Context: an optimization exercise on an open-source flow, tuned for small area, a short achievable clock period and few clock cycles. The choices shown serve that exercise and are no tape-out recipe. Function was checked by simulation only, so behaviour that the tests miss may differ from the original. Power and IR drop assume default switching activity.

## config.mk

```make
export PLATFORM = sky130hd
export DESIGN_NAME = dsp_exec
export DESIGN_NICKNAME = dsp_exec
export VERILOG_FILES = /design/flow/design.v
export SDC_FILE = /design/flow/constraint.sdc
export NUM_CORES = 4
export LEC_CHECK = 0
export CAP_MARGIN = 20
export CORE_MARGIN = 2
export CORE_UTILIZATION = 55
export CTS_CLUSTER_DIAMETER = 60
export CTS_CLUSTER_SIZE = 24
export PLACE_DENSITY = 0.68
export SETUP_SLACK_MARGIN = 0.5
export SLEW_MARGIN = 20
```

## design.v

```verilog
module dsp_exec (
    input  wire        clk,
    input  wire        rst,         
    input  wire        in_valid,
    output wire        in_ready,
    input  wire [35:0] in_insn,
    output reg         out_valid,
    input  wire        out_ready,
    output reg  [31:0] out_d,
    output reg  [39:0] out_acc,
    output reg  [15:0] out_st
);
    localparam OP_LDI   = 6'h0A, OP_MOV   = 6'h0B, OP_MVR   = 6'h0C, OP_LDSI  = 6'h0D;
    localparam OP_ADD   = 6'h10, OP_SUB   = 6'h11, OP_AND   = 6'h12, OP_OR    = 6'h13;
    localparam OP_XOR   = 6'h14, OP_SHL   = 6'h15, OP_SHR   = 6'h16, OP_ASR   = 6'h17;
    localparam OP_CMP   = 6'h18, OP_PAR   = 6'h19, OP_ADDI  = 6'h1A, OP_ANDI  = 6'h1B;
    localparam OP_ORI   = 6'h1C, OP_XORI  = 6'h1D, OP_ADD32 = 6'h1E, OP_SUB32 = 6'h1F;
    localparam OP_MPY   = 6'h20, OP_MAC   = 6'h21, OP_MSU   = 6'h22;
    localparam OP_CLRA  = 6'h24, OP_SHA   = 6'h25, OP_STA   = 6'h26, OP_LDAC  = 6'h27;
    localparam OP_ADDA  = 6'h28, OP_SUBA  = 6'h29, OP_STAP  = 6'h2A;
    reg [15:0] dreg [0:15];
    reg [15:0] dvld;
    reg [39:0] areg [0:3];
    reg [3:0]  avld;
    reg [15:0] st;
    reg        sk_valid;
    reg        in_rdy;        
    reg [35:0] sk_insn;
    assign in_ready = in_rdy;
    wire accept = in_valid && !sk_valid;
    wire [35:0] nx_insn = sk_valid ? sk_insn : in_insn;
    wire [5:0]  nx_op   = nx_insn[35:30];
    wire        nx_mul  = nx_op[5];
    wire        nx_mulb = (nx_op[5:2] == 4'b1000);
    wire        nx_mvr  = (nx_op == OP_MVR);
    wire        nx_a32  = (nx_op == OP_ADD32) || (nx_op == OP_SUB32);
    wire [3:0]  nx_aa   = nx_mul ? nx_insn[27:24] : nx_mvr ? nx_insn[29:26] :
                          {nx_insn[25:23], nx_insn[22] & !nx_a32};
    wire [3:0]  nx_ab   = nx_mulb ? nx_insn[23:20] : {nx_insn[21:19], nx_insn[18] & !nx_a32};
    wire [5:0]  nx_amt  = ((nx_op == OP_SHA) && nx_insn[5]) ? (6'd0 - nx_insn[5:0]) : {1'b0, nx_insn[4:0]};
    wire [1:0]  nx_ap   = (nx_op == OP_SHA) ? nx_insn[29:28] :
                          ((nx_op == OP_ADDA) || (nx_op == OP_SUBA)) ? nx_insn[27:26] : nx_insn[25:24];
    reg        ir_valid;
    reg [35:0] ir;
    reg [3:0]  ir_aa, ir_ab;
    reg [1:0]  ir_ap;
    reg [5:0]  ir_amt;        
    wire [5:0]  op    = ir[35:30];
    wire [15:0] f_imm = ir[15:0];
    wire [3:0]  f_d   = ir[29:26];
    wire [3:0]  f_sh4 = ir[17:14];
    wire [1:0]  f_acc = ir[29:28];
    wire        f_dir = ir[25];
    wire        sreg17 = (ir[24:20] == 5'd17);
    localparam NF = 31;
    function [NF-1:0] dec;
        input [5:0] o;
        input       b5;           
        begin
            dec = {NF{1'b0}};
            dec[0]  = (o == OP_LDI);
            dec[1]  = (o == OP_MOV);
            dec[2]  = (o == OP_MVR);
            dec[3]  = (o == OP_LDSI);
            dec[4]  = (o == OP_ADD) || (o == OP_SUB) || (o == OP_CMP) || (o == OP_ADDI);
            dec[5]  = (o == OP_SUB) || (o == OP_CMP) || (o == OP_SUB32);      
            dec[6]  = (o == OP_AND) || (o == OP_OR) || (o == OP_XOR) ||
                      (o == OP_ANDI) || (o == OP_ORI) || (o == OP_XORI);
            dec[7]  = (o == OP_ANDI) || (o == OP_ORI) || (o == OP_XORI);
            dec[8]  = (o == OP_AND) || (o == OP_ANDI);
            dec[9]  = (o == OP_OR)  || (o == OP_ORI);
            dec[10] = (o == OP_SHL);
            dec[11] = (o == OP_ASR);
            dec[12] = (o == OP_SHL) || (o == OP_SHR) || (o == OP_ASR);
            dec[13] = (o == OP_PAR);
            dec[14] = (o == OP_ADD32) || (o == OP_SUB32);
            dec[15] = (o == OP_MPY) || (o == OP_MAC) || (o == OP_MSU);
            dec[16] = (o == OP_MSU);
            dec[17] = (o == OP_CLRA);
            dec[18] = (o == OP_SHA);
            dec[19] = (o == OP_STA);
            dec[20] = (o == OP_STAP);
            dec[21] = (o == OP_LDAC);
            dec[22] = (o == OP_ADDA) || (o == OP_SUBA);
            dec[23] = (o == OP_SUBA);
            dec[24] = (o == OP_SHA) && !b5;                                    
            dec[25] = (o == OP_CMP);
            dec[26] = (o == OP_ADDI);
            dec[27] = (o == OP_STA) || (o == OP_STAP) || (o == OP_SHA) ||
                      (o == OP_ADDA) || (o == OP_SUBA);                       
            dec[28] = (o == OP_MAC) || (o == OP_MSU) || (o == OP_ADDA) || (o == OP_SUBA);  
            dec[29] = (o == OP_MPY) || (o == OP_MAC) || (o == OP_MSU) || (o == OP_CLRA) ||
                      (o == OP_SHA) || (o == OP_LDAC) || (o == OP_ADDA) || (o == OP_SUBA);  
            dec[30] = (o == OP_SHA) && b5;                                     
        end
    endfunction
    wire [NF-1:0] nx_f = dec(nx_op, nx_insn[5]);
    reg  [NF-1:0] ir_f;
    wire is_ldi    = ir_f[0];
    wire is_mov    = ir_f[1];
    wire is_mvr    = ir_f[2];
    wire is_ldsi   = ir_f[3];
    wire is_addsub = ir_f[4];
    wire dosub     = ir_f[5];
    wire is_log    = ir_f[6];
    wire is_limm   = ir_f[7];
    wire is_and    = ir_f[8];
    wire is_or     = ir_f[9];
    wire is_shl    = ir_f[10];
    wire is_asr    = ir_f[11];
    wire is_sh16   = ir_f[12];
    wire is_par    = ir_f[13];
    wire is_a32    = ir_f[14];
    wire is_mul    = ir_f[15];
    wire is_msu    = ir_f[16];
    wire is_clra   = ir_f[17];
    wire is_sha    = ir_f[18];
    wire is_sta    = ir_f[19];
    wire is_stap   = ir_f[20];
    wire is_ldac   = ir_f[21];
    wire is_adda   = ir_f[22];
    wire is_suba   = ir_f[23];
    wire sha_left  = ir_f[24];
    wire is_cmp    = ir_f[25];
    wire is_addi   = ir_f[26];
    wire rd_acc1   = ir_f[27];
    wire use_x     = ir_f[28];
    wire wr_acc    = ir_f[29];
    wire sha_right = ir_f[30];
    reg [7:0]  sa_lo, sa_hi, sb_lo, sb_hi;
    reg [31:0] pa, pb;
    integer k;
    always @(*) begin
        pa = 32'd0;
        pb = 32'd0;
        for (k = 0; k < 8; k = k + 1) begin
            pa[15:0]  = pa[15:0]  | ({16{sa_lo[k]}} & dreg[2*k]);
            pa[31:16] = pa[31:16] | ({16{sa_hi[k]}} & dreg[2*k+1]);
            pb[15:0]  = pb[15:0]  | ({16{sb_lo[k]}} & dreg[2*k]);
            pb[31:16] = pb[31:16] | ({16{sb_hi[k]}} & dreg[2*k+1]);
        end
    end
    wire [15:0] da = ir_aa[0] ? pa[31:16] : pa[15:0];
    wire [15:0] db = ir_ab[0] ? pb[31:16] : pb[15:0];
    reg [3:0]  ap_sel;        
    reg [39:0] av;
    always @(*) begin
        av = 40'd0;
        for (k = 0; k < 4; k = k + 1)
            av = av | ({40{ap_sel[k]}} & areg[k]);
    end
    reg [3:0]  xs_sel;        
    reg [39:0] xv1;
    always @(*) begin
        xv1 = 40'd0;
        for (k = 0; k < 4; k = k + 1)
            xv1 = xv1 | ({40{xs_sel[k]}} & areg[k]);
    end
    wire [15:0] bsrc  = is_addi ? f_imm : db;
    wire [31:0] ax    = {pa[31:16], da};
    wire [31:0] bx    = {pb[31:16], bsrc} ^ {32{dosub}};
    wire [33:0] sum2  = {1'b0, ax, dosub} + {1'b0, bx, dosub};     
    wire [32:0] sum   = sum2[33:1];
    wire        c16   = sum[16] ^ ax[16] ^ bx[16];
    wire        v16   = (ax[15] == bx[15]) && (sum[15] != ax[15]);
    wire        v32   = (ax[31] == bx[31]) && (sum[31] != ax[31]);
    wire [31:0] zx    = (ax ^ bx) ^ {ax[30:0] | bx[30:0], dosub};
    wire        z16   = (zx[15:0] == 16'd0);
    wire        z32   = z16 && (zx[31:16] == 16'd0);
    wire [15:0] lb    = is_limm ? f_imm : db;
    wire [15:0] logr  = is_and ? (da & lb) : is_or ? (da | lb) : (da ^ lb);
    reg  [39:0] w;
    reg         fill;
    reg  [5:0]  amt;
    integer m;
    always @(*) begin
        if (sha_left) begin
            for (m = 0; m < 40; m = m + 1)
                w[m] = av[39-m];
            fill = 1'b0;
            amt  = ir_amt;
        end else begin
            w    = av;
            fill = av[39];
            amt  = ir_amt;
        end
    end
    wire [40:0] shx = {{32{fill}}, w, 1'b0} >> amt;    
    wire [39:0] q    = shx[40:1];
    wire        half = shx[0];
    reg  [39:0] q_rev;
    always @(*) for (m = 0; m < 40; m = m + 1) q_rev[m] = q[39-m];
    reg  [15:0] dsw;
    always @(*) for (m = 0; m < 16; m = m + 1) dsw[m] = is_shl ? da[15-m] : da[m];
    wire [16:0] sh16x = {{15{is_asr && da[15]}}, dsw, 1'b0} >> f_sh4;
    reg  [15:0] sh16r;
    always @(*) for (m = 0; m < 16; m = m + 1) sh16r[m] = sh16x[16-m];
    wire [15:0] shr16 = is_shl ? sh16r : sh16x[16:1];
    wire        shc   = sh16x[0];
    reg  [32:0] ts;
    always @(*) for (m = 0; m < 33; m = m + 1) ts[m] = ({1'b0, ir[4:0]} >= m[5:0]);
    reg  [38:0] ovm;          
    always @(*) for (m = 0; m < 39; m = m + 1) ovm[m] = (m >= 8) ? ts[39-m] : 1'b0;
    wire        sha_ovf = |((av[38:0] ^ {39{av[39]}}) & ovm);
    wire [39:0] sha_val = sha_left ? q_rev : q;
    wire        sticky  = |(av[29:0] & ts[31:2]);
    wire [1:0]  rnd  = st[13:12];
    wire        inc  = ((rnd == 2'd1) && half) || ((rnd == 2'd2) && half && (sticky || q[0]));
    wire [31:0] qi   = q[31:0] + {31'd0, inc};
    wire [38:0] tchg = av[39:1] ^ av[38:0];      
    reg  [39:0] ge, m16, m32, r15, r31;
    always @(*) begin
        for (m = 0; m < 40; m = m + 1) begin
            ge[m]  = (m >= 31) ? 1'b1 : !ts[m+1];
            m16[m] = (m >= 15) ? ge[m-15] : 1'b0;       
            m32[m] = (m >= 31) ? ge[m-31] : 1'b0;       
            r15[m] = ge[m] && !m16[m];                  
            r31[m] = ge[m] && !m32[m];                  
        end
    end
    wire        f16    = !(|(tchg & m16[38:0]));
    wire        f32    = !(|(tchg & m32[38:0]));
    wire        ones15 = &(av | ~r15);
    wire        ones31 = &(av | ~r31);
    wire        sat_hi16 = !av[39] && (!f16 || (ones15 && inc));
    wire        sat_lo16 =  av[39] && !f16;
    wire        sat_hi32 = !av[39] && (!f32 || (ones31 && inc));
    wire        sat_lo32 =  av[39] && !f32;
    wire        fit16  = !(sat_hi16 || sat_lo16);
    wire        fit32  = !(sat_hi32 || sat_lo32);
    wire [15:0] sta16  = sat_hi16 ? 16'h7FFF : sat_lo16 ? 16'h8000 : qi[15:0];
    wire [31:0] sta32  = sat_hi32 ? 32'h7FFFFFFF : sat_lo32 ? 32'h80000000 : qi;
    wire [40:0] mul_s, mul_c;
    dsp_booth u_booth (.a(da), .b(db), .neg(is_msu), .s(mul_s), .c(mul_c));
    reg         e2_valid;
    reg  [40:0] e2_s, e2_c;
    reg         e2_cin;
    reg  [39:0] e2_x;         
    reg  [1:0]  e2_acc;
    reg         e2_wra;       
    reg         e2_chk;       
    reg         e2_satc;      
    reg         e2_sats;      
    reg         e2_shaov;     
    reg         e2_shasg;     
    reg  [31:0] e2_d;         
    wire [40:0] xx   = {e2_x[39], e2_x};
    wire [40:0] cs_s = xx ^ e2_s ^ e2_c;
    wire [40:0] cs_c = {(xx[39:0] & e2_s[39:0]) | (xx[39:0] & e2_c[39:0]) | (e2_s[39:0] & e2_c[39:0]), e2_cin};
    wire [40:0] ex   = cs_s + cs_c;
    wire        ov_a = ex[40] ^ ex[39];
    wire        ov   = (e2_chk && ov_a) || e2_shaov;
    wire        sat  = (e2_satc && ov_a) || e2_sats;
    wire        sgn  = e2_chk ? ex[40] : e2_shasg;
    wire [39:0] accr = sat ? (sgn ? {1'b1, 39'd0} : {1'b0, {39{1'b1}}}) : ex[39:0];
    wire        e2_ovf = e2_valid && ov;
    wire out_free = !out_valid || out_ready;
    wire e2_free  = !e2_valid || out_free;
    wire hazard   = e2_valid && e2_wra && rd_acc1 && (ir_ap == e2_acc);
    wire ir_go    = ir_valid && e2_free && !hazard;
    wire ir_free  = !ir_valid || ir_go;
    wire [15:0] st_now = {st[15:6], st[5] | e2_ovf, st[4:0]};    
    reg         wr_d, wr_p;
    reg  [15:0] wlo, whi;
    reg  [15:0] st1;          
    always @(*) begin
        wr_d = 1'b0; wr_p = 1'b0;
        wlo  = 16'd0; whi = 16'd0;
        st1  = st_now;
        if (is_ldi) begin
            wr_d = 1'b1; wlo = f_imm;
        end
        if (is_mov) begin
            wr_d = 1'b1; wlo = da;
        end
        if (is_mvr) begin
            if (f_dir) begin
                wr_d = 1'b1; wlo = sreg17 ? st_now : 16'd0;
            end else if (sreg17)
                st1 = da & 16'hFFEF;
        end
        if (is_ldsi && sreg17)
            st1 = f_imm & 16'hFFEF;
        if (is_addsub) begin
            wr_d = !is_cmp; wlo = sum[15:0];
            st1[0] = z16; st1[1] = sum[15]; st1[2] = c16; st1[3] = v16;
        end
        if (is_log) begin
            wr_d = 1'b1; wlo = logr;
            st1[0] = (logr == 16'd0); st1[1] = logr[15]; st1[2] = 1'b0; st1[3] = 1'b0;
        end
        if (is_sh16) begin
            wr_d = 1'b1; wlo = shr16;
            st1[0] = (shr16 == 16'd0); st1[1] = shr16[15];
            if (f_sh4 != 4'd0) st1[2] = shc;
        end
        if (is_par) begin
            wr_d = 1'b1; wlo = {15'd0, ^(da & db)};
            st1[0] = ~(^(da & db));
        end
        if (is_a32) begin
            wr_p = 1'b1; wlo = sum[15:0]; whi = sum[31:16];
            st1[0] = z32; st1[1] = sum[31]; st1[2] = sum[32]; st1[3] = v32;
        end
        if (is_sta) begin
            wr_d = 1'b1; wlo = sta16;
            if (!fit16) st1[5] = 1'b1;
        end
        if (is_stap) begin
            wr_p = 1'b1; wlo = sta32[15:0]; whi = sta32[31:16];
            if (!fit32) st1[5] = 1'b1;
        end
    end
    wire [15:0] whi_bus = wr_p ? whi : wlo;
    wire [40:0] s_in = is_mul ? mul_s :
                       is_adda ? ({av[39], av} ^ {41{is_suba}}) :
                       is_sha  ? {1'b0, sha_val} :
                       is_ldac ? {{9{pa[31]}}, pa} : 41'd0;
    wire [40:0] c_in = is_mul ? mul_c : 41'd0;
    reg  [3:0] avld_e2, avld_ir;
    always @(*)
        for (k = 0; k < 4; k = k + 1) begin
            avld_e2[k] = avld[k] || (e2_valid && e2_wra && e2_acc == k);
            avld_ir[k] = avld_e2[k] || (ir_valid && wr_acc && f_acc == k);
        end
    reg  [15:0] wmask;
    always @(*)
        for (k = 0; k < 16; k = k + 1)
            wmask[k] = (wr_d && f_d == k) || (wr_p && f_d[3:1] == k[3:1]);
    wire [15:0] dvld_ld = dvld | (ir_valid ? wmask : 16'd0);
    integer n;
    always @(posedge clk) begin
        if (!sk_valid)
            sk_insn <= in_insn;
        if (ir_free) begin
            ir    <= nx_insn;
            ir_aa <= nx_aa;
            ir_ab <= nx_ab;
            ir_ap <= nx_ap;
            ir_amt <= nx_amt;
            ir_f  <= nx_f;
            for (n = 0; n < 8; n = n + 1) begin
                sa_lo[n] <= (nx_aa[3:1] == n) && dvld_ld[2*n];
                sa_hi[n] <= (nx_aa[3:1] == n) && dvld_ld[2*n+1];
                sb_lo[n] <= (nx_ab[3:1] == n) && dvld_ld[2*n];
                sb_hi[n] <= (nx_ab[3:1] == n) && dvld_ld[2*n+1];
            end
        end
        if (ir_free)
            for (n = 0; n < 4; n = n + 1) begin
                ap_sel[n] <= (nx_ap == n) && avld_ir[n];
                xs_sel[n] <= nx_f[28] && (nx_insn[29:28] == n) && avld_ir[n];
            end
        for (n = 0; n < 16; n = n + 1) begin
            if (ir_go && wmask[n]) begin
                dreg[n] <= n[0] ? whi_bus : wlo;
            end
        end
        for (n = 0; n < 4; n = n + 1)
            if (e2_valid && out_free && e2_wra && e2_acc == n)
                areg[n] <= accr;
        if (e2_free) begin
            e2_s     <= s_in;
            e2_c     <= c_in;
            e2_cin   <= is_suba;
            e2_x     <= (use_x && e2_valid && e2_wra && e2_acc == f_acc) ? accr : xv1;
            e2_satc  <= use_x && st[11];
            e2_sats  <= is_sha && sha_left && sha_ovf && st[11];
            e2_acc   <= f_acc;
            e2_wra   <= wr_acc;
            e2_chk   <= use_x;
            e2_shaov <= is_sha && sha_left && sha_ovf;
            e2_shasg <= av[39];
            e2_d     <= {wr_p ? whi : 16'd0, (wr_d || wr_p) ? wlo : 16'd0};
        end
        if (out_free) begin
            out_d   <= e2_d;
            out_acc <= accr;    
            out_st  <= st_now;
        end
        if (rst) begin
            sk_valid  <= 1'b0;
            in_rdy    <= 1'b1;
            ir_valid  <= 1'b0;
            e2_valid  <= 1'b0;
            out_valid <= 1'b0;
            dvld      <= 16'd0;
            avld      <= 4'd0;
            st        <= 16'd0;
        end else begin
            sk_valid  <= sk_valid ? !ir_free : (accept && ir_valid && !ir_go);
            in_rdy    <= sk_valid ? ir_free : !(accept && ir_valid && !ir_go);
            if (ir_free)
                ir_valid <= sk_valid || accept;
            if (e2_free)
                e2_valid <= ir_go;
            if (out_free)
                out_valid <= e2_valid;
            for (n = 0; n < 16; n = n + 1)
                if (ir_go && wmask[n])
                    dvld[n] <= 1'b1;
            for (n = 0; n < 4; n = n + 1)
                if (e2_valid && out_free && e2_wra && e2_acc == n)
                    avld[n] <= 1'b1;
            if (ir_go)
                st <= st1;
            else if (e2_valid && out_free)
                st <= st_now;
        end
    end
endmodule
module dsp_booth (
    input  wire [15:0] a,
    input  wire [15:0] b,
    input  wire        neg,    
    output wire [40:0] s,
    output wire [40:0] c
);
    wire [16:0] bx = {b, 1'b0};
    wire [16:0] ax = {a[15], a};
    wire b0_one = bx[1] ^ bx[0];
    wire b0_two = (bx[2] & ~bx[1] & ~bx[0]) | (~bx[2] & bx[1] & bx[0]);
    wire b0_neg = bx[2] ^ neg;
    wire [16:0] pp0 = (({17{b0_one}} & ax) | ({17{b0_two}} & {ax[15:0], 1'b0})) ^ {17{b0_neg}};
    wire b1_one = bx[3] ^ bx[2];
    wire b1_two = (bx[4] & ~bx[3] & ~bx[2]) | (~bx[4] & bx[3] & bx[2]);
    wire b1_neg = bx[4] ^ neg;
    wire [16:0] pp1 = (({17{b1_one}} & ax) | ({17{b1_two}} & {ax[15:0], 1'b0})) ^ {17{b1_neg}};
    wire b2_one = bx[5] ^ bx[4];
    wire b2_two = (bx[6] & ~bx[5] & ~bx[4]) | (~bx[6] & bx[5] & bx[4]);
    wire b2_neg = bx[6] ^ neg;
    wire [16:0] pp2 = (({17{b2_one}} & ax) | ({17{b2_two}} & {ax[15:0], 1'b0})) ^ {17{b2_neg}};
    wire b3_one = bx[7] ^ bx[6];
    wire b3_two = (bx[8] & ~bx[7] & ~bx[6]) | (~bx[8] & bx[7] & bx[6]);
    wire b3_neg = bx[8] ^ neg;
    wire [16:0] pp3 = (({17{b3_one}} & ax) | ({17{b3_two}} & {ax[15:0], 1'b0})) ^ {17{b3_neg}};
    wire b4_one = bx[9] ^ bx[8];
    wire b4_two = (bx[10] & ~bx[9] & ~bx[8]) | (~bx[10] & bx[9] & bx[8]);
    wire b4_neg = bx[10] ^ neg;
    wire [16:0] pp4 = (({17{b4_one}} & ax) | ({17{b4_two}} & {ax[15:0], 1'b0})) ^ {17{b4_neg}};
    wire b5_one = bx[11] ^ bx[10];
    wire b5_two = (bx[12] & ~bx[11] & ~bx[10]) | (~bx[12] & bx[11] & bx[10]);
    wire b5_neg = bx[12] ^ neg;
    wire [16:0] pp5 = (({17{b5_one}} & ax) | ({17{b5_two}} & {ax[15:0], 1'b0})) ^ {17{b5_neg}};
    wire b6_one = bx[13] ^ bx[12];
    wire b6_two = (bx[14] & ~bx[13] & ~bx[12]) | (~bx[14] & bx[13] & bx[12]);
    wire b6_neg = bx[14] ^ neg;
    wire [16:0] pp6 = (({17{b6_one}} & ax) | ({17{b6_two}} & {ax[15:0], 1'b0})) ^ {17{b6_neg}};
    wire b7_one = bx[15] ^ bx[14];
    wire b7_two = (bx[16] & ~bx[15] & ~bx[14]) | (~bx[16] & bx[15] & bx[14]);
    wire b7_neg = bx[16] ^ neg;
    wire [16:0] pp7 = (({17{b7_one}} & ax) | ({17{b7_two}} & {ax[15:0], 1'b0})) ^ {17{b7_neg}};
    wire t1 = pp0[10] ^ pp1[8];
    wire t2 = pp0[10] & pp1[8];
    wire t3 = pp0[11] ^ pp1[9];
    wire t4 = pp0[11] & pp1[9];
    wire t5 = pp0[12] ^ pp1[10] ^ pp2[8];
    wire t6 = (pp0[12] & pp1[10]) | (pp0[12] & pp2[8]) | (pp1[10] & pp2[8]);
    wire t7 = pp3[6] ^ pp4[4];
    wire t8 = pp3[6] & pp4[4];
    wire t9 = pp0[13] ^ pp1[11] ^ pp2[9];
    wire t10 = (pp0[13] & pp1[11]) | (pp0[13] & pp2[9]) | (pp1[11] & pp2[9]);
    wire t11 = pp3[7] ^ pp4[5];
    wire t12 = pp3[7] & pp4[5];
    wire t13 = pp0[14] ^ pp1[12] ^ pp2[10];
    wire t14 = (pp0[14] & pp1[12]) | (pp0[14] & pp2[10]) | (pp1[12] & pp2[10]);
    wire t15 = pp3[8] ^ pp4[6] ^ pp5[4];
    wire t16 = (pp3[8] & pp4[6]) | (pp3[8] & pp5[4]) | (pp4[6] & pp5[4]);
    wire t17 = pp6[2] ^ pp7[0];
    wire t18 = pp6[2] & pp7[0];
    wire t19 = pp0[15] ^ pp1[13] ^ pp2[11];
    wire t20 = (pp0[15] & pp1[13]) | (pp0[15] & pp2[11]) | (pp1[13] & pp2[11]);
    wire t21 = pp3[9] ^ pp4[7] ^ pp5[5];
    wire t22 = (pp3[9] & pp4[7]) | (pp3[9] & pp5[5]) | (pp4[7] & pp5[5]);
    wire t23 = pp6[3] ^ pp7[1];
    wire t24 = pp6[3] & pp7[1];
    wire t25 = ~pp0[16] ^ pp1[14] ^ pp2[12];
    wire t26 = (~pp0[16] & pp1[14]) | (~pp0[16] & pp2[12]) | (pp1[14] & pp2[12]);
    wire t27 = pp3[10] ^ pp4[8] ^ pp5[6];
    wire t28 = (pp3[10] & pp4[8]) | (pp3[10] & pp5[6]) | (pp4[8] & pp5[6]);
    wire t29 = pp6[4] ^ pp7[2] ^ 1'b1;
    wire t30 = (pp6[4] & pp7[2]) | (pp6[4] & 1'b1) | (pp7[2] & 1'b1);
    wire t31 = pp1[15] ^ pp2[13] ^ pp3[11];
    wire t32 = (pp1[15] & pp2[13]) | (pp1[15] & pp3[11]) | (pp2[13] & pp3[11]);
    wire t33 = pp4[9] ^ pp5[7] ^ pp6[5];
    wire t34 = (pp4[9] & pp5[7]) | (pp4[9] & pp6[5]) | (pp5[7] & pp6[5]);
    wire t35 = pp7[3] ^ 1'b1;
    wire t36 = pp7[3] & 1'b1;
    wire t37 = ~pp1[16] ^ pp2[14] ^ pp3[12];
    wire t38 = (~pp1[16] & pp2[14]) | (~pp1[16] & pp3[12]) | (pp2[14] & pp3[12]);
    wire t39 = pp4[10] ^ pp5[8] ^ pp6[6];
    wire t40 = (pp4[10] & pp5[8]) | (pp4[10] & pp6[6]) | (pp5[8] & pp6[6]);
    wire t41 = pp2[15] ^ pp3[13] ^ pp4[11];
    wire t42 = (pp2[15] & pp3[13]) | (pp2[15] & pp4[11]) | (pp3[13] & pp4[11]);
    wire t43 = pp5[9] ^ pp6[7];
    wire t44 = pp5[9] & pp6[7];
    wire t45 = ~pp2[16] ^ pp3[14] ^ pp4[12];
    wire t46 = (~pp2[16] & pp3[14]) | (~pp2[16] & pp4[12]) | (pp3[14] & pp4[12]);
    wire t47 = pp3[15] ^ pp4[13];
    wire t48 = pp3[15] & pp4[13];
    wire t49 = pp0[6] ^ pp1[4];
    wire t50 = pp0[6] & pp1[4];
    wire t51 = pp0[7] ^ pp1[5];
    wire t52 = pp0[7] & pp1[5];
    wire t53 = pp0[8] ^ pp1[6] ^ pp2[4];
    wire t54 = (pp0[8] & pp1[6]) | (pp0[8] & pp2[4]) | (pp1[6] & pp2[4]);
    wire t55 = pp3[2] ^ pp4[0];
    wire t56 = pp3[2] & pp4[0];
    wire t57 = pp0[9] ^ pp1[7] ^ pp2[5];
    wire t58 = (pp0[9] & pp1[7]) | (pp0[9] & pp2[5]) | (pp1[7] & pp2[5]);
    wire t59 = pp3[3] ^ pp4[1];
    wire t60 = pp3[3] & pp4[1];
    wire t61 = pp2[6] ^ pp3[4] ^ pp4[2];
    wire t62 = (pp2[6] & pp3[4]) | (pp2[6] & pp4[2]) | (pp3[4] & pp4[2]);
    wire t63 = pp5[0] ^ b5_neg ^ t1;
    wire t64 = (pp5[0] & b5_neg) | (pp5[0] & t1) | (b5_neg & t1);
    wire t65 = pp2[7] ^ pp3[5] ^ pp4[3];
    wire t66 = (pp2[7] & pp3[5]) | (pp2[7] & pp4[3]) | (pp3[5] & pp4[3]);
    wire t67 = pp5[1] ^ t2 ^ t3;
    wire t68 = (pp5[1] & t2) | (pp5[1] & t3) | (t2 & t3);
    wire t69 = pp5[2] ^ pp6[0] ^ b6_neg;
    wire t70 = (pp5[2] & pp6[0]) | (pp5[2] & b6_neg) | (pp6[0] & b6_neg);
    wire t71 = t4 ^ t5 ^ t7;
    wire t72 = (t4 & t5) | (t4 & t7) | (t5 & t7);
    wire t73 = pp5[3] ^ pp6[1] ^ t6;
    wire t74 = (pp5[3] & pp6[1]) | (pp5[3] & t6) | (pp6[1] & t6);
    wire t75 = t8 ^ t9 ^ t11;
    wire t76 = (t8 & t9) | (t8 & t11) | (t9 & t11);
    wire t77 = b7_neg ^ t10 ^ t12;
    wire t78 = (b7_neg & t10) | (b7_neg & t12) | (t10 & t12);
    wire t79 = t13 ^ t15 ^ t17;
    wire t80 = (t13 & t15) | (t13 & t17) | (t15 & t17);
    wire t81 = t14 ^ t16 ^ t18;
    wire t82 = (t14 & t16) | (t14 & t18) | (t16 & t18);
    wire t83 = t19 ^ t21 ^ t23;
    wire t84 = (t19 & t21) | (t19 & t23) | (t21 & t23);
    wire t85 = t20 ^ t22 ^ t24;
    wire t86 = (t20 & t22) | (t20 & t24) | (t22 & t24);
    wire t87 = t25 ^ t27 ^ t29;
    wire t88 = (t25 & t27) | (t25 & t29) | (t27 & t29);
    wire t89 = t26 ^ t28 ^ t30;
    wire t90 = (t26 & t28) | (t26 & t30) | (t28 & t30);
    wire t91 = t31 ^ t33 ^ t35;
    wire t92 = (t31 & t33) | (t31 & t35) | (t33 & t35);
    wire t93 = pp7[4] ^ t32 ^ t34;
    wire t94 = (pp7[4] & t32) | (pp7[4] & t34) | (t32 & t34);
    wire t95 = t36 ^ t37 ^ t39;
    wire t96 = (t36 & t37) | (t36 & t39) | (t37 & t39);
    wire t97 = pp7[5] ^ 1'b1 ^ t38;
    wire t98 = (pp7[5] & 1'b1) | (pp7[5] & t38) | (1'b1 & t38);
    wire t99 = t40 ^ t41 ^ t43;
    wire t100 = (t40 & t41) | (t40 & t43) | (t41 & t43);
    wire t101 = pp5[10] ^ pp6[8] ^ pp7[6];
    wire t102 = (pp5[10] & pp6[8]) | (pp5[10] & pp7[6]) | (pp6[8] & pp7[6]);
    wire t103 = t42 ^ t44 ^ t45;
    wire t104 = (t42 & t44) | (t42 & t45) | (t44 & t45);
    wire t105 = pp5[11] ^ pp6[9] ^ pp7[7];
    wire t106 = (pp5[11] & pp6[9]) | (pp5[11] & pp7[7]) | (pp6[9] & pp7[7]);
    wire t107 = 1'b1 ^ t46 ^ t47;
    wire t108 = (1'b1 & t46) | (1'b1 & t47) | (t46 & t47);
    wire t109 = ~pp3[16] ^ pp4[14] ^ pp5[12];
    wire t110 = (~pp3[16] & pp4[14]) | (~pp3[16] & pp5[12]) | (pp4[14] & pp5[12]);
    wire t111 = pp6[10] ^ pp7[8] ^ t48;
    wire t112 = (pp6[10] & pp7[8]) | (pp6[10] & t48) | (pp7[8] & t48);
    wire t113 = pp4[15] ^ pp5[13] ^ pp6[11];
    wire t114 = (pp4[15] & pp5[13]) | (pp4[15] & pp6[11]) | (pp5[13] & pp6[11]);
    wire t115 = pp7[9] ^ 1'b1;
    wire t116 = pp7[9] & 1'b1;
    wire t117 = ~pp4[16] ^ pp5[14] ^ pp6[12];
    wire t118 = (~pp4[16] & pp5[14]) | (~pp4[16] & pp6[12]) | (pp5[14] & pp6[12]);
    wire t119 = pp5[15] ^ pp6[13];
    wire t120 = pp5[15] & pp6[13];
    wire t121 = pp0[4] ^ pp1[2];
    wire t122 = pp0[4] & pp1[2];
    wire t123 = pp0[5] ^ pp1[3];
    wire t124 = pp0[5] & pp1[3];
    wire t125 = pp2[2] ^ pp3[0] ^ b3_neg;
    wire t126 = (pp2[2] & pp3[0]) | (pp2[2] & b3_neg) | (pp3[0] & b3_neg);
    wire t127 = pp2[3] ^ pp3[1] ^ t50;
    wire t128 = (pp2[3] & pp3[1]) | (pp2[3] & t50) | (pp3[1] & t50);
    wire t129 = b4_neg ^ t52 ^ t53;
    wire t130 = (b4_neg & t52) | (b4_neg & t53) | (t52 & t53);
    wire t131 = t54 ^ t56 ^ t57;
    wire t132 = (t54 & t56) | (t54 & t57) | (t56 & t57);
    wire t133 = t58 ^ t60 ^ t61;
    wire t134 = (t58 & t60) | (t58 & t61) | (t60 & t61);
    wire t135 = t62 ^ t64 ^ t65;
    wire t136 = (t62 & t64) | (t62 & t65) | (t64 & t65);
    wire t137 = t66 ^ t68 ^ t69;
    wire t138 = (t66 & t68) | (t66 & t69) | (t68 & t69);
    wire t139 = t70 ^ t72 ^ t73;
    wire t140 = (t70 & t72) | (t70 & t73) | (t72 & t73);
    wire t141 = t74 ^ t76 ^ t77;
    wire t142 = (t74 & t76) | (t74 & t77) | (t76 & t77);
    wire t143 = t78 ^ t80 ^ t81;
    wire t144 = (t78 & t80) | (t78 & t81) | (t80 & t81);
    wire t145 = t82 ^ t84 ^ t85;
    wire t146 = (t82 & t84) | (t82 & t85) | (t84 & t85);
    wire t147 = t86 ^ t88 ^ t89;
    wire t148 = (t86 & t88) | (t86 & t89) | (t88 & t89);
    wire t149 = t90 ^ t92 ^ t93;
    wire t150 = (t90 & t92) | (t90 & t93) | (t92 & t93);
    wire t151 = t94 ^ t96 ^ t97;
    wire t152 = (t94 & t96) | (t94 & t97) | (t96 & t97);
    wire t153 = t98 ^ t100 ^ t101;
    wire t154 = (t98 & t100) | (t98 & t101) | (t100 & t101);
    wire t155 = t102 ^ t104 ^ t105;
    wire t156 = (t102 & t104) | (t102 & t105) | (t104 & t105);
    wire t157 = t106 ^ t108 ^ t109;
    wire t158 = (t106 & t108) | (t106 & t109) | (t108 & t109);
    wire t159 = t110 ^ t112 ^ t113;
    wire t160 = (t110 & t112) | (t110 & t113) | (t112 & t113);
    wire t161 = pp7[10] ^ t114 ^ t116;
    wire t162 = (pp7[10] & t114) | (pp7[10] & t116) | (t114 & t116);
    wire t163 = pp7[11] ^ 1'b1 ^ t118;
    wire t164 = (pp7[11] & 1'b1) | (pp7[11] & t118) | (1'b1 & t118);
    wire t165 = ~pp5[16] ^ pp6[14] ^ pp7[12];
    wire t166 = (~pp5[16] & pp6[14]) | (~pp5[16] & pp7[12]) | (pp6[14] & pp7[12]);
    wire t167 = pp6[15] ^ pp7[13];
    wire t168 = pp6[15] & pp7[13];
    wire t169 = pp0[2] ^ pp1[0];
    wire t170 = pp0[2] & pp1[0];
    wire t171 = pp0[3] ^ pp1[1];
    wire t172 = pp0[3] & pp1[1];
    wire t173 = pp2[0] ^ b2_neg ^ t121;
    wire t174 = (pp2[0] & b2_neg) | (pp2[0] & t121) | (b2_neg & t121);
    wire t175 = pp2[1] ^ t122 ^ t123;
    wire t176 = (pp2[1] & t122) | (pp2[1] & t123) | (t122 & t123);
    wire t177 = t49 ^ t124 ^ t125;
    wire t178 = (t49 & t124) | (t49 & t125) | (t124 & t125);
    wire t179 = t51 ^ t126 ^ t127;
    wire t180 = (t51 & t126) | (t51 & t127) | (t126 & t127);
    wire t181 = t55 ^ t128 ^ t129;
    wire t182 = (t55 & t128) | (t55 & t129) | (t128 & t129);
    wire t183 = t59 ^ t130 ^ t131;
    wire t184 = (t59 & t130) | (t59 & t131) | (t130 & t131);
    wire t185 = t63 ^ t132 ^ t133;
    wire t186 = (t63 & t132) | (t63 & t133) | (t132 & t133);
    wire t187 = t67 ^ t134 ^ t135;
    wire t188 = (t67 & t134) | (t67 & t135) | (t134 & t135);
    wire t189 = t71 ^ t136 ^ t137;
    wire t190 = (t71 & t136) | (t71 & t137) | (t136 & t137);
    wire t191 = t75 ^ t138 ^ t139;
    wire t192 = (t75 & t138) | (t75 & t139) | (t138 & t139);
    wire t193 = t79 ^ t140 ^ t141;
    wire t194 = (t79 & t140) | (t79 & t141) | (t140 & t141);
    wire t195 = t83 ^ t142 ^ t143;
    wire t196 = (t83 & t142) | (t83 & t143) | (t142 & t143);
    wire t197 = t87 ^ t144 ^ t145;
    wire t198 = (t87 & t144) | (t87 & t145) | (t144 & t145);
    wire t199 = t91 ^ t146 ^ t147;
    wire t200 = (t91 & t146) | (t91 & t147) | (t146 & t147);
    wire t201 = t95 ^ t148 ^ t149;
    wire t202 = (t95 & t148) | (t95 & t149) | (t148 & t149);
    wire t203 = t99 ^ t150 ^ t151;
    wire t204 = (t99 & t150) | (t99 & t151) | (t150 & t151);
    wire t205 = t103 ^ t152 ^ t153;
    wire t206 = (t103 & t152) | (t103 & t153) | (t152 & t153);
    wire t207 = t107 ^ t154 ^ t155;
    wire t208 = (t107 & t154) | (t107 & t155) | (t154 & t155);
    wire t209 = t111 ^ t156 ^ t157;
    wire t210 = (t111 & t156) | (t111 & t157) | (t156 & t157);
    wire t211 = t115 ^ t158 ^ t159;
    wire t212 = (t115 & t158) | (t115 & t159) | (t158 & t159);
    wire t213 = t117 ^ t160 ^ t161;
    wire t214 = (t117 & t160) | (t117 & t161) | (t160 & t161);
    wire t215 = t119 ^ t162 ^ t163;
    wire t216 = (t119 & t162) | (t119 & t163) | (t162 & t163);
    wire t217 = t120 ^ t164 ^ t165;
    wire t218 = (t120 & t164) | (t120 & t165) | (t164 & t165);
    wire t219 = 1'b1 ^ t166 ^ t167;
    wire t220 = (1'b1 & t166) | (1'b1 & t167) | (t166 & t167);
    wire t221 = ~pp6[16] ^ pp7[14] ^ t168;
    wire t222 = (~pp6[16] & pp7[14]) | (~pp6[16] & t168) | (pp7[14] & t168);
    wire t223 = pp7[15] ^ 1'b1;
    wire t224 = pp7[15] & 1'b1;
    assign s = {1'b1, 1'b1, 1'b1, 1'b1, 1'b1, 1'b1, 1'b1, 1'b1, 1'b1, 1'b1, ~pp7[16], t222, t220, t218, t216, t214, t212, t210, t208, t206, t204, t202, t200, t198, t196, t194, t192, t190, t188, t186, t184, t182, t180, t178, t176, t174, t172, t170, b1_neg, pp0[1], pp0[0]};
    assign c = {1'b0, 1'b0, 1'b0, 1'b0, 1'b0, 1'b0, 1'b0, 1'b0, 1'b0, 1'b0, t224, t223, t221, t219, t217, t215, t213, t211, t209, t207, t205, t203, t201, t199, t197, t195, t193, t191, t189, t187, t185, t183, t181, t179, t177, t175, t173, t171, t169, 1'b0, b0_neg};
endmodule
```

## standard.sh

```bash
#!/bin/bash
# synth_recipe.tcl (not shown) runs the flow's synth.tcl, then flattens the netlist and writes it again
# the make line also repeats each setting of config.mk as NAME=value (left out here)
make -C /OpenROAD-flow-scripts/flow DESIGN_CONFIG=/design/flow/config.mk WORK_HOME=/design/flow/orfs CLKGATE_MAP_FILE= SYNTH_SCRIPT=/design/flow/synth_recipe.tcl "${@:-finish}"
```

## constraint.sdc

```tcl
create_clock -name core_clock -period 17.0 [get_ports {clk}]
set_input_delay 3.4000 -clock core_clock [delete_from_list [all_inputs] [get_ports {clk}]]
set_output_delay 3.4000 -clock core_clock [all_outputs]
set_load 0.01 [all_outputs]
```

## flow/run.sh

```bash
#!/bin/bash
# Standard ORFS layout (the standard.sh) with two changes to how it is made:
#  - setup repair aims for slack well beyond the 17 ns clock (SETUP_SLACK_MARGIN
#    raised), so repair_timing works the paths down to about 5.4 ns;
#  - the port buffers are buf_2 cells (resizable buf family) instead of the
#    default delay-buffer cell, which MATCH_CELL_FOOTPRINT keeps from resizing.
# Clock, constraints and every other step are unchanged.  Make's output goes to
# flow_make.log; ORFS writes each step's log under orfs/logs.
set -euo pipefail
MARGIN=${MARGIN:-11.6}
bash standard.sh SETUP_SLACK_MARGIN=$MARGIN "BUFFER_PORTS_ARGS=-buffer_cell sky130_fd_sc_hd__buf_2" finish > flow_make.log 2>&1
```

==> results of run 1 <==
## synthesized netlist by cell type (21+ instances only)
| master | number | area [um2] |
|---|---|---|
| o211ai_1 | 36 | 270 |
| nor3_1 | 90 | 450 |
| dfxtp_1 | 76 | 1520 |
| nand3_1 | 111 | 556 |
| buf_2 | 21 | 105 |
| a21o_1 | 107 | 803 |
| o21a_1 | 58 | 435 |
| nand2b_1 | 34 | 213 |
| nor4_1 | 26 | 163 |
| o21bai_1 | 21 | 158 |
| o22ai_1 | 72 | 450 |
| nor2_1 | 442 | 1660 |
| mux2i_1 | 120 | 1200 |
| mux4_2 | 61 | 1370 |
| inv_1 | 225 | 845 |
| a31oi_1 | 40 | 250 |
| nor2b_1 | 28 | 175 |
| a221oi_1 | 59 | 517 |
| a21oi_1 | 339 | 1700 |
| fa_1 | 113 | 2260 |
| clkbuf_1 | 343 | 1290 |
| a211oi_1 | 63 | 473 |
| xnor2_1 | 256 | 2240 |
| edfxtp_1 | 761 | 22900 |
| and2_1 | 87 | 544 |
| mux2_2 | 63 | 709 |
| nand4_1 | 95 | 594 |
| o21ai_0 | 221 | 1110 |
| buf_1 | 36 | 135 |
| xor2_1 | 143 | 1250 |
| a211o_1 | 28 | 245 |
| a22oi_1 | 537 | 4030 |
| ha_1 | 171 | 2140 |
| nand2_1 | 358 | 1340 |
| o221ai_1 | 21 | 184 |
## layout make-up
cell class | count | area (um2) | share of cell area (%)
Clock inverter | 54 | 801 | 1.25
Timing Repair Buffer | 383 | 2880 | 4.51
Multi-Input combinational cell | 4094 | 31400 | 49.1
Tap cell | 1368 | 1710 | 2.68
Inverter | 232 | 891 | 1.40
Antenna cell | 4 | 10.0 | 0.0157
Clock buffer | 75 | 1810 | 2.84
Sequential cell | 837 | 24400 | 38.2
## power breakdown
| part | internal, mW | switching, mW |
|---|---|---|
| Combinational | 2.38 | 4.21 |
| Clock | 0.886 | 0.925 |
| Sequential | 2.82 | 0.141 |
| Total | 6.09 | 5.28 |
## kinds of logic after synthesis
family                     Yosys count
AOI/OAI and AO/OA                 1787
and+or+nand+nor                   1372
DFF                                837
buffers and inverters              646
xor gates and xnor gates           400
adders and majority gates          285
muxes                              245
other                                1
## critical path, stage by stage, from the launching register on
cell and delay, ns:
edfxtp_1 0.40, buf_4 0.16, buf_12 0.16, a22oi_1 0.20, and2_1 0.67, a21boi_0 0.19, mux4_2 0.58, a311oi_1 0.37
nand4_1 0.68, nand4_1 0.42, nor4b_1 0.10, buf_4 0.17, nand3_1 0.26, nor4_4 0.09, xnor2_1 0.14, a221o_1 0.31
or2_1 0.38
## state kept, by name, indices dropped and copies added (netlist names), 16 cells and up
register,count
e2_s,41
e2_d,32
out_d,32
sk_insn,36
dreg,256
ir_f,29
dvld,16
e2_x,40
out_acc,40
areg,160
ir,27
e2_c,30
## per-layer routing
layer,up-vias,GRT usage [%]
met5,-,0
met4,8,31.0
met3,1045,11.7
met2,4282,65.1
met1,24600,55.9
li1,21300,-
## what timing repair did
action	4_1_cts	5_1_grt
buffers inserted	38	38
endpoints found under the setup margin	606	408
pin swaps	19	19
gates cloned	4	4
resized for setup	132	117
## final timing paths
check	startpoint	endpoint	slack (ns)	cells after the start
worst max-delay path	ap_sel[2]	dreg[15][12]	11.41	16
worst min-delay path	e2_d[8]	out_d[8]	0.43	0
worst max register to register	ap_sel[2]	dreg[15][12]	11.41	16
worst min register to register	e2_d[8]	out_d[8]	0.43	0
## metrics by stage
stage	hold slack (ns)	area [um2]	total power [mW]	std cells	worst slack, ns
6_report	0.426	63900	11.4	7047	11.41
5_1_grt	0.431	63800	11.9	7044	11.40
4_1_cts	0.425	62900	11.0	6999	11.60
3_5_place_dp	0.405	59400	9.14	6828	9.86
3_3_place_gp	0.402	59300	9.05	6822	10.08
2_1_floorplan	0.400	57200	6.57	5573	10.89
## placed cells by master (no fill, tap or decap), drive strengths merged, types with 61 or more instances in the layout
master / count
a211oi: 63
a21o: 107
a21oi: 340
a22oi: 540
and2: 91
buf: 380
clkbuf: 78
dfxtp: 76
edfxtp: 761
fa: 113
ha: 171
inv: 252
mux2: 63
mux2i: 121
mux4: 61
nand2: 359
nand3: 111
nand4: 95
nor2: 444
nor3: 90
o21ai: 227
o22ai: 72
xnor2: 256
xor2: 143
==> results.toml, run 1 <==
[outcome]
status = "no timing/DRC/antenna violations"

[critical_path]
setup.worst_path.end_class = "register"
cp.arrival_ns = 5.98
crit_required_ns = 17.39
cp-start-kind = "register"
path_max_fanout = 21
path_class = "register to register"

[global_route]
grt_pass1_vias = 47200
grt.total_usage_pct = 43.9
grt_first_pass_wirelength_mm = 339
antenna_found_initial = 13
grt-ovfl-total = 0
grt_max_degree = 88

[route]
postRouteWirelength_mm = 241
drt_iter0_drc = 8910
wl_per_cell_um = 34.2
wl_met3_mm = 31.9
ant_nets = 0
drc = 0
dr.pass1.iters = 9
num_vias = 51200
wl_met1_mm = 84.7
dr.max_layer_used = "met5"
routed-wl-met2_mm = 102
viasPerCell = 7.26

[sta]
setup_violations = 0
fin_skew_ns = 0.0306
max_clock_freq_mhz = 179
tightest_slew_ns = 1.22
finalSetupTns_ns = 0
relSlewSlack_pct = 17.8
rsz0062_at_grt = "yes"
period_share_pct = 32.9
fin_crit_ns = 5.59
finalHoldViolations = 0
slew_viol_final = 0

[yosys]
yosysUniqueCellTypes = 97
synthAdderAreaFrac_pct = 7.76
ys_async_sr_fraction_pct = 0
yosysSeqAreaShare_pct = 42.9
synth-edff-count = 761
synthMuxAreaShare_pct = 5.80
synth-xor-area-share_pct = 6.19
syn_area_mm2 = 0.0569
syn_nets = 5897
yosysWarnings = 3
avgSynthCellArea_um2 = 10.2
yosys.area_share.simple_pct = 11.4
synth-seq-cells = 837
ys_dominant_reg_cell = "edfxtp_1"
synth-compound-area-share_pct = 21.6
synthCells = 5573
synth_top_family_by_area = "compound AO/OA/AOI/OAI gates"

[clocking]
cts.htree.levels = 3
insertion_delay_ns = 0.70
cts_made_buffers = 70
root_buffer = "clkbuf_16"
cts.clk_slew.worst_paths_ns = 0.09
cts_sinks = 837
holdBufCountCts = 0
cts_tree = "built"
clock_path_buffers = 3

[cells_and_area]
fin_nets = 5942
syn2layout_area_growth_pct = 12.3
fill_cells = 8448
drive_above_1_share_pct = 15.9
fin_util_pct = 62.5

[pwr]
power_density_mw_per_mm2 = 178
leakage_nw = 24.0
vdd_ir_drop_max_v = 0.000293

[floorplanning]
fp.coreArea_mm2 = 0.102
dieWidth_um = 326
dieHeight_um = 326
rows = 117
design.die.area_mm2 = 0.106
start_util_pct = 55.6
io_pins = 130

[placed_design]
io_buffers = 128
place.gp.congestion = 1.08
hpwl_mm = 175

[job]
maxCapViolCount = 0

[hold_path]
hp-class = "register to register"
Testbench counts, summed over its fixed seeds: cycles 32,773.
==> inputs of run 2 (changes only) <==
==> flow/run.sh (replaced) <==
#!/bin/bash
# Standard ORFS layout (the standard.sh) with two changes to how it is made:
#  - setup repair aims for slack well beyond the 17 ns clock (SETUP_SLACK_MARGIN
#    raised), so repair_timing works the paths down to about 5.6 ns;
#  - the port buffers are buf_2 cells (resizable buf family) instead of the
#    default delay-buffer cell, which MATCH_CELL_FOOTPRINT keeps from resizing.
# Clock, constraints and every other step are unchanged.  Make's output goes to
# flow_make.log; ORFS writes each step's log under orfs/logs.
set -euo pipefail
MARGIN=${MARGIN:-11.4}
bash standard.sh SETUP_SLACK_MARGIN=$MARGIN "BUFFER_PORTS_ARGS=-buffer_cell sky130_fd_sc_hd__buf_2" finish > flow_make.log 2>&1
--- a/config.mk
+++ b/config.mk
@@ -9,6 +9,4 @@
 export CORE_MARGIN = 2
 export CORE_UTILIZATION = 55
-export CTS_CLUSTER_DIAMETER = 60
-export CTS_CLUSTER_SIZE = 24
 export PLACE_DENSITY = 0.68
 export SETUP_SLACK_MARGIN = 0.5
==> run 2 against run 1 <==
Net effect:
- sequential power barely moved
- clock-buffer cell count increased by 25
- global-route usage about the same
- critical path type unchanged
- area after synthesis did not move
- highest routed layer unchanged
- largest cell class unchanged
- critical path depth down 3
- first-iteration DRC count grew 2.7%
- maximum frequency is 4.1% lower
==> results.toml, run 2 <==
[placed_design]
placedCellCount = 6828
place.gp.congestion = 1.08
hpwl_mm = 174
pre_cts_slack_ns = 10.15
io_buffers = 128

[yosys]
syn_nets = 5897
synth-seq-cells = 837
synth-xor-area-share_pct = 6.19
synthAdderAreaFrac_pct = 7.76
ys_top_cells_by_count = "edfxtp_1 (761), a22oi_1 (537), nor2_1 (442)"
synth_top_family_by_area = "compound AO/OA/AOI/OAI gates"
synthCells = 5573
ys_async_sr_fraction_pct = 0
synth_area_leaders = "edfxtp_1 (40%), a22oi_1 (7.1%), fa_1 (4.0%), xnor2_1 (3.9%), ha_1 (3.8%)"
synth_top_area_cell = "edfxtp_1"
ys_dominant_reg_cell = "edfxtp_1"
syn_area_mm2 = 0.0569
yosysSeqAreaShare_pct = 42.9
synth-compound-area-share_pct = 21.6
yosys.area_share.simple_pct = 11.4
post-synth-top-count-cell = "edfxtp_1"
yosysUniqueCellTypes = 97
synth_top_area_share_pct = 40.2
avgSynthCellArea_um2 = 10.2
synth-edff-count = 761
yosysWarnings = 3
synthMuxAreaShare_pct = 5.80

[global_route]
grt-ovfl-total = 0
grt_pass1_vias = 47600
grt_max_degree = 109
grt_first_pass_wirelength_mm = 340
antenna_found_initial = 16
grt.total_usage_pct = 43.9

[critical_path]
path_max_fanout = 21
endpoint = "e2_s[16]"
cp-start-kind = "register"
ff2ff_setup_slack_ns = 11.17
cp.arrival_ns = 6.27
cp-startpoint = "ap_sel[2]"
setup.worst_path.end_class = "register"
r2r_end = "e2_s[16]"
crit_required_ns = 17.44
rr_worst_depth = 13
worstReg2RegStart = "ap_sel[2]"
path_class = "register to register"

[outcome]
status = "no timing/DRC/antenna violations"

[floorplanning]
rows = 117
io_pins = 130
design.die.area_mm2 = 0.106
dieWidth_um = 326
dieHeight_um = 326
start_util_pct = 55.6
fp.coreArea_mm2 = 0.102

[pwr]
leakage_nw = 24.0
p_clk_share_pct = 17.2
power_density_mw_per_mm2 = 182
p_int_mw = 6.32
power_frac_comb_pct = 57.3
switching_power_mw = 5.28
vdd_ir_drop_max_v = 0.000380
power_frac_seq_pct = 25.6
netSwitchingFraction_pct = 45.5

[cells_and_area]
top_register = "dreg"
syn2layout_area_growth_pct = 12.3
largest_register_ffs = 256
drive_above_1_share_pct = 15.3
final_cells = 7056
top_regs = "dreg x256, areg x160, e2_s x41"
final_cell_mix = "edfxtp_1 (761), a22oi_1 (528), nor2_1 (426)"
fin_nets = 5930
layout.cells.most_common = "edfxtp_1"
fin_util_pct = 62.5

[clocking]
root_buffer = "clkbuf_16"
holdBufCountCts = 0
cts.clk_slew.worst_paths_ns = 0.06
cts_tree = "built"
cts.htree.levels = 3
cts_made_buffers = 89
clock_path_buffers = 3
cts_sinks = 837
insertion_delay_ns = 0.72

[sta]
finalSetupTns_ns = 0
rsz0062_at_grt = "yes"
tightest_slew_ns = 1.18
worst_hold_slack_ns = 0.419
finalHoldViolations = 0
fin_crit_ns = 5.83
max_clock_freq_mhz = 171
slew_viol_final = 0
period_share_pct = 34.3
setup_violations = 0
relSlewSlack_pct = 19.3
fin_ws_ns = 11.17
fin_skew_ns = 0.0693

[route]
drc = 0
wl_per_cell_um = 34.1
viasPerCell = 7.24
drt_iter0_drc = 9148
dr.pass1.iters = 9
ant_nets = 0
num_vias = 51100
postRouteWirelength_mm = 240

[hold_path]
hp-class = "register to register"

[job]
maxCapViolCount = 0
## run 2: power by group through the flow
stage | Combinational (mW) | Sequential, mW | Clock, mW
after floorplan | 3.59 | 2.98 | 0
after global placement | 6.11 | 3.01 | 0
after detailed placement | 6.18 | 3.01 | 0
after CTS | 6.27 | 2.96 | 1.99
after global routing | 6.98 | 2.98 | 2.07
final | 6.65 | 2.97 | 1.99
## run 2: worst max-delay path, cell delays in order, from the launching register on
cell and delay, ns:
edfxtp_1 0.50, bufbuf_16 0.36, a22oi_2 0.44, nand2_2 0.27, o22ai_1 0.78, nor2_1 0.11, mux4_2 0.61, a211o_1 0.38
o211a_1 0.31, nand2_1 0.10, o21ai_0 0.21, a221oi_1 0.81, a21oi_1 0.28, mux2_2 0.39
## run 2: cell families after synthesis
logic type | count (synthesis)
AO/OA/AOI/OAI | 1787
AND/OR/NAND/NOR | 1372
flip-flops | 837
buffers and inverters | 646
XOR/XNOR | 400
adder cells (fa/ha/maj) | 285
multiplexers | 245
other | 1
## run 2: worst min path at each step
stage	slack (ns)	end	cells after the start	start
final	0.42	out_d[5]	0	e2_d[5]
after floorplan	0.40	out_d[0]	0	e2_d[0]
after detailed placement	0.41	out_d[5]	0	e2_d[5]
after CTS	0.42	out_d[5]	0	e2_d[5]
after global placement	0.40	out_d[3]	0	e2_d[3]
after global routing	0.42	out_d[5]	0	e2_d[5]
## run 2: routing by layer
layer  vias up  routed length (um)  track usage [%]
li1      21200                   -                -
met4        18               20000             28.7
met2      4400              103000             65.4
met5         -                 121                0
met1     24400               84200             55.8
met3      1043               32700             12.8
## run 2: layout make-up
class | instances | area [um2]
Inverter | 232 | 880
Clock buffer | 100 | 2280
Fill cell | 8492 | 38300
Clock inverter | 68 | 712
Multi-Input combinational cell | 4090 | 31300
Tap cell | 1368 | 1710
Timing Repair Buffer | 356 | 2610
Sequential cell | 837 | 24400
Antenna cell | 5 | 12.5
## run 2: repair_timing
action	4_1_cts	5_1_grt
buffers inserted	27	19
gates resized for setup	121	99
endpoints found under the setup margin	417	328
gates cloned	1	3
pin swaps	7	14
## run 2: metrics by stage
stage / power (mW) / instance area (um2)
final: 11.6 / 63800
after global routing: 12.0 / 63800
after CTS: 11.2 / 63100
after detailed placement: 9.19 / 59400
after global placement: 9.12 / 59300
after floorplan: 6.57 / 57200
==> inputs of run 3 (changes only) <==
==> flow/run.sh (replaced) <==
#!/bin/bash
# Standard ORFS layout (the standard.sh) with two changes to how it is made:
#  - setup repair aims for slack well beyond the 17 ns clock (SETUP_SLACK_MARGIN
#    raised), so repair_timing works the paths down to about 5.2 ns;
#  - the port buffers are buf_2 cells (resizable buf family) instead of the
#    default delay-buffer cell, which MATCH_CELL_FOOTPRINT keeps from resizing.
# Clock, constraints and every other step are unchanged.  Make's output goes to
# flow_make.log; ORFS writes each step's log under orfs/logs.
set -euo pipefail
MARGIN=${MARGIN:-11.8}
bash standard.sh SETUP_SLACK_MARGIN=$MARGIN "BUFFER_PORTS_ARGS=-buffer_cell sky130_fd_sc_hd__buf_2" finish > flow_make.log 2>&1
--- a/config.mk
+++ b/config.mk
@@ -6,4 +6,5 @@
 export NUM_CORES = 4
 export LEC_CHECK = 0
+export ABC_AREA = 1
 export CAP_MARGIN = 20
 export CORE_MARGIN = 2
==> run 3 against run 2 <==
Net effect:
- still clean
- sequential cell count unchanged
- clock skew fell by 0.018 ns
- sequential share of layout area decreased by 0.096 points
- area after synthesis increased by 1.2%
- final cell count is 25% higher
- die area is 1.2% higher
==> results.toml, run 3 <==
[sta]
tightest_slew_ns = 1.31
period_share_pct = 30.9
slew_viol_final = 0
fin_skew_ns = 0.0515
finalHoldViolations = 0
fin_crit_ns = 5.25
relSlewSlack_pct = 11.9
setup_violations = 0
max_clock_freq_mhz = 190
rsz0062_at_grt = "yes"
finalSetupTns_ns = 0

[global_route]
grt_first_pass_wirelength_mm = 348
grt.total_usage_pct = 44.7
grt_max_degree = 96
grt_pass1_vias = 50900
grt-ovfl-total = 0
antenna_found_initial = 6

[route]
viasPerCell = 6.31
drc = 0
dr.pass1.iters = 9
wl_per_cell_um = 27.8
ant_nets = 0
num_vias = 55500
drt_iter0_drc = 8273
postRouteWirelength_mm = 245

[yosys]
synth-edff-count = 761
synth-compound-area-share_pct = 12.0
synth-seq-cells = 837
yosysSeqAreaShare_pct = 42.4
yosys.area_share.simple_pct = 27.3
synth_area_leaders = "edfxtp_1 (40%), nand2_1 (15%), nand3_1 (5.9%), fa_1 (3.9%), nor2_1 (3.9%)"
yosysWarnings = 3
synth_top_area_share_pct = 39.7
ys_top_cells_by_count = "nand2_1 (2227), edfxtp_1 (761), nand3_1 (673)"
post-synth-top-count-cell = "nand2_1"
ys_async_sr_fraction_pct = 0
avgSynthCellArea_um2 = 7.91
synthMuxAreaShare_pct = 0.0522
synthCells = 7276
syn_nets = 7600
yosysUniqueCellTypes = 67
synth_top_family_by_area = "simple AND/OR/NAND/NOR gates"
synth-xor-area-share_pct = 4.07
synth_top_area_cell = "edfxtp_1"
synthAdderAreaFrac_pct = 7.65
ys_dominant_reg_cell = "edfxtp_1"
syn_area_mm2 = 0.0575

[critical_path]
path_class = "register to register"
setup.worst_path.end_class = "register"
cp.arrival_ns = 5.64
path_max_fanout = 17
cp-start-kind = "register"
crit_required_ns = 17.39

[job]
maxCapViolCount = 0

[clocking]
holdBufCountCts = 0
cts_made_buffers = 90
cts.htree.levels = 3
insertion_delay_ns = 0.73
cts_tree = "built"
root_buffer = "clkbuf_16"
clock_path_buffers = 3
cts.clk_slew.worst_paths_ns = 0.06
cts_sinks = 837

[cells_and_area]
drive_above_1_share_pct = 10.6
final_cells = 8807
top_register = "dreg"
fin_area_mm2 = 0.0640
layout.cells.most_common = "nand2_1"
top_regs = "dreg x256, areg x160, e2_s x41"
final_cell_mix = "nand2_1 (2173), edfxtp_1 (761), nand3_1 (659)"
fin_nets = 7675
fin_util_pct = 61.8
largest_register_ffs = 256
syn2layout_area_growth_pct = 11.3

[pwr]
vdd_ir_drop_max_v = 0.000368
power_density_mw_per_mm2 = 193
leakage_nw = 28.1

[floorplanning]
dieHeight_um = 327
rows = 118
dieWidth_um = 327
start_util_pct = 55.5
fp.coreArea_mm2 = 0.104
io_pins = 130
design.die.area_mm2 = 0.107

[placed_design]
io_buffers = 128
place_area_mm2 = 0.0594
placedCellCount = 8543
place.gp.congestion = 1.11
hpwl_mm = 180

[outcome]
status = "no timing/DRC/antenna violations"

[hold_path]
hp-class = "register to register"
[run 3: cell types whose count changed after synthesis, moves of 117 or more]
| cell | delta |
|---|---|
| nor2_1 | +158 |
| nand3_1 | +562 |
| nand2_1 | +1869 |
| xnor2_1 | -206 |
| mux2i_1 | -117 |
| clkbuf_1 | -134 |
| a22oi_1 | -528 |
| inv_1 | +352 |
| o21ai_0 | +166 |
[run 3: layout make-up]
type	instances	area, um2
Antenna cell	2	5.00
Clock buffer	108	2360
Clock inverter	58	636
Fill cell	9186	39600
Inverter	611	2350
Multi-Input combinational cell	5480	30200
Sequential cell	837	24400
Tap cell	1380	1730
Timing Repair Buffer	331	2340
[run 3: power by group]
group          switching, mW  internal [mW]  leakage (nW)  total, mW
logic                   4.86           2.38          18.4       7.24
clock network          0.892           1.13          1.44       2.02
registers              0.158           2.92          8.24       3.08
total                   5.91           6.43          28.1       12.3
[run 3: cells by family (layout without fill, tap and decap cells)]
kind of cell | Yosys count | after routing
AND/OR/NAND/NOR | 3745 | 3745
AO/OA/AOI/OAI | 1183 | 1183
buffers and inverters | 959 | 1108
flip-flops | 837 | 837
adder cells (fa/ha/maj) | 284 | 284
XOR/XNOR | 264 | 264
multiplexers | 3 | 3
other | 1 | 3
[run 3: path summary, 6_finish.rpt]
kind                 start         to  slack, ns  depth (start not counted)
setup / recovery     ir_ab   e2_s[22]      11.75                         19
hold / removal    e2_d[11]  out_d[11]       0.42                          0
hold reg to reg   e2_d[11]  out_d[11]       0.42                          0
setup reg to reg     ir_ab   e2_s[22]      11.75                         19
[run 3: worst max-delay path, stage by stage (launching register included)]
cell	delay, ns
edfxtp_1	0.40
buf_6	0.20
clkinvlp_4	0.21
nand3_1	0.11
nor2_1	0.11
nand4_1	0.38
nand2_4	0.30
buf_4	0.20
nor2_1	0.07
inv_1	0.07
nand2_2	0.25
a21oi_1	0.27
xor2_1	0.20
fa_1	0.47
fa_1	0.44
inv_1	0.09
fa_1	0.45
fa_1	0.43
nor2_1	0.19
a31oi_1	0.07
[run 3: per-stage QoR]
| step | hold WS (ns) | setup slack, ns | power, mW |
|---|---|---|---|
| floorplan | 0.400 | 10.43 | 7.34 |
| global placement | 0.405 | 10.46 | 9.87 |
| detailed placement | 0.405 | 10.57 | 9.93 |
| CTS | 0.419 | 11.65 | 12.0 |
| global route | 0.420 | 11.67 | 13.0 |
| finish | 0.419 | 11.75 | 12.3 |
[run 3: what timing repair did]
item,CTS,global route
endpoints found under the hold margin,0,0
gates resized for setup,83,135
pin swaps,4,15
buffers inserted,38,55
endpoints found under the setup margin,687,364
[run 3: routing by layer]
metal,up-vias,GRT usage (%),routed length (um)
li1,24700,-,-
met3,868,10.0,29900
met4,4,32.4,21700
met5,-,0,25
met1,26000,57.1,87700
met2,3955,67.0,106000

## afterwards: timing with drivers on the ports
In the flow no input, the clock included, has a driving cell. The finished layouts below were timed again as built, in two steps.
Step 1 assumes that a clkbuf_16 drives the clock port and a buf_2 every other input.
Step 2 adds t to the input delays and takes it off the output delays; t is the mean of the earliest and latest rising clock arrival at the registers after step 1. Input paths then give back, and output paths get back, about the clock's delay inside the block.
Slacks: ideal ports / drivers / drivers and shift; pairs: ideal ports / drivers.
| run | t, ns | slack for setup (ns) | hold WS [ns] | clock arrival spread, ns |
|---|---|---|---|---|
| run 1 | 0.766 | 11.407 / 11.407 / 10.977 | 0.426 / 0.426 / 0.426 | 0.032 / 0.033 |
| run 2 | 0.772 | 11.166 / 11.166 / 10.785 | 0.419 / 0.419 / 0.419 | 0.070 / 0.070 |
| run 3 | 0.782 | 11.748 / 11.748 / 11.201 | 0.419 / 0.419 / 0.419 | 0.052 / 0.052 |
After both steps setup and hold are still met in every run listed. For run 3, which loses most, drivers alone change the setup slack by 0.000 ns; drivers and shift together by -0.547 ns.
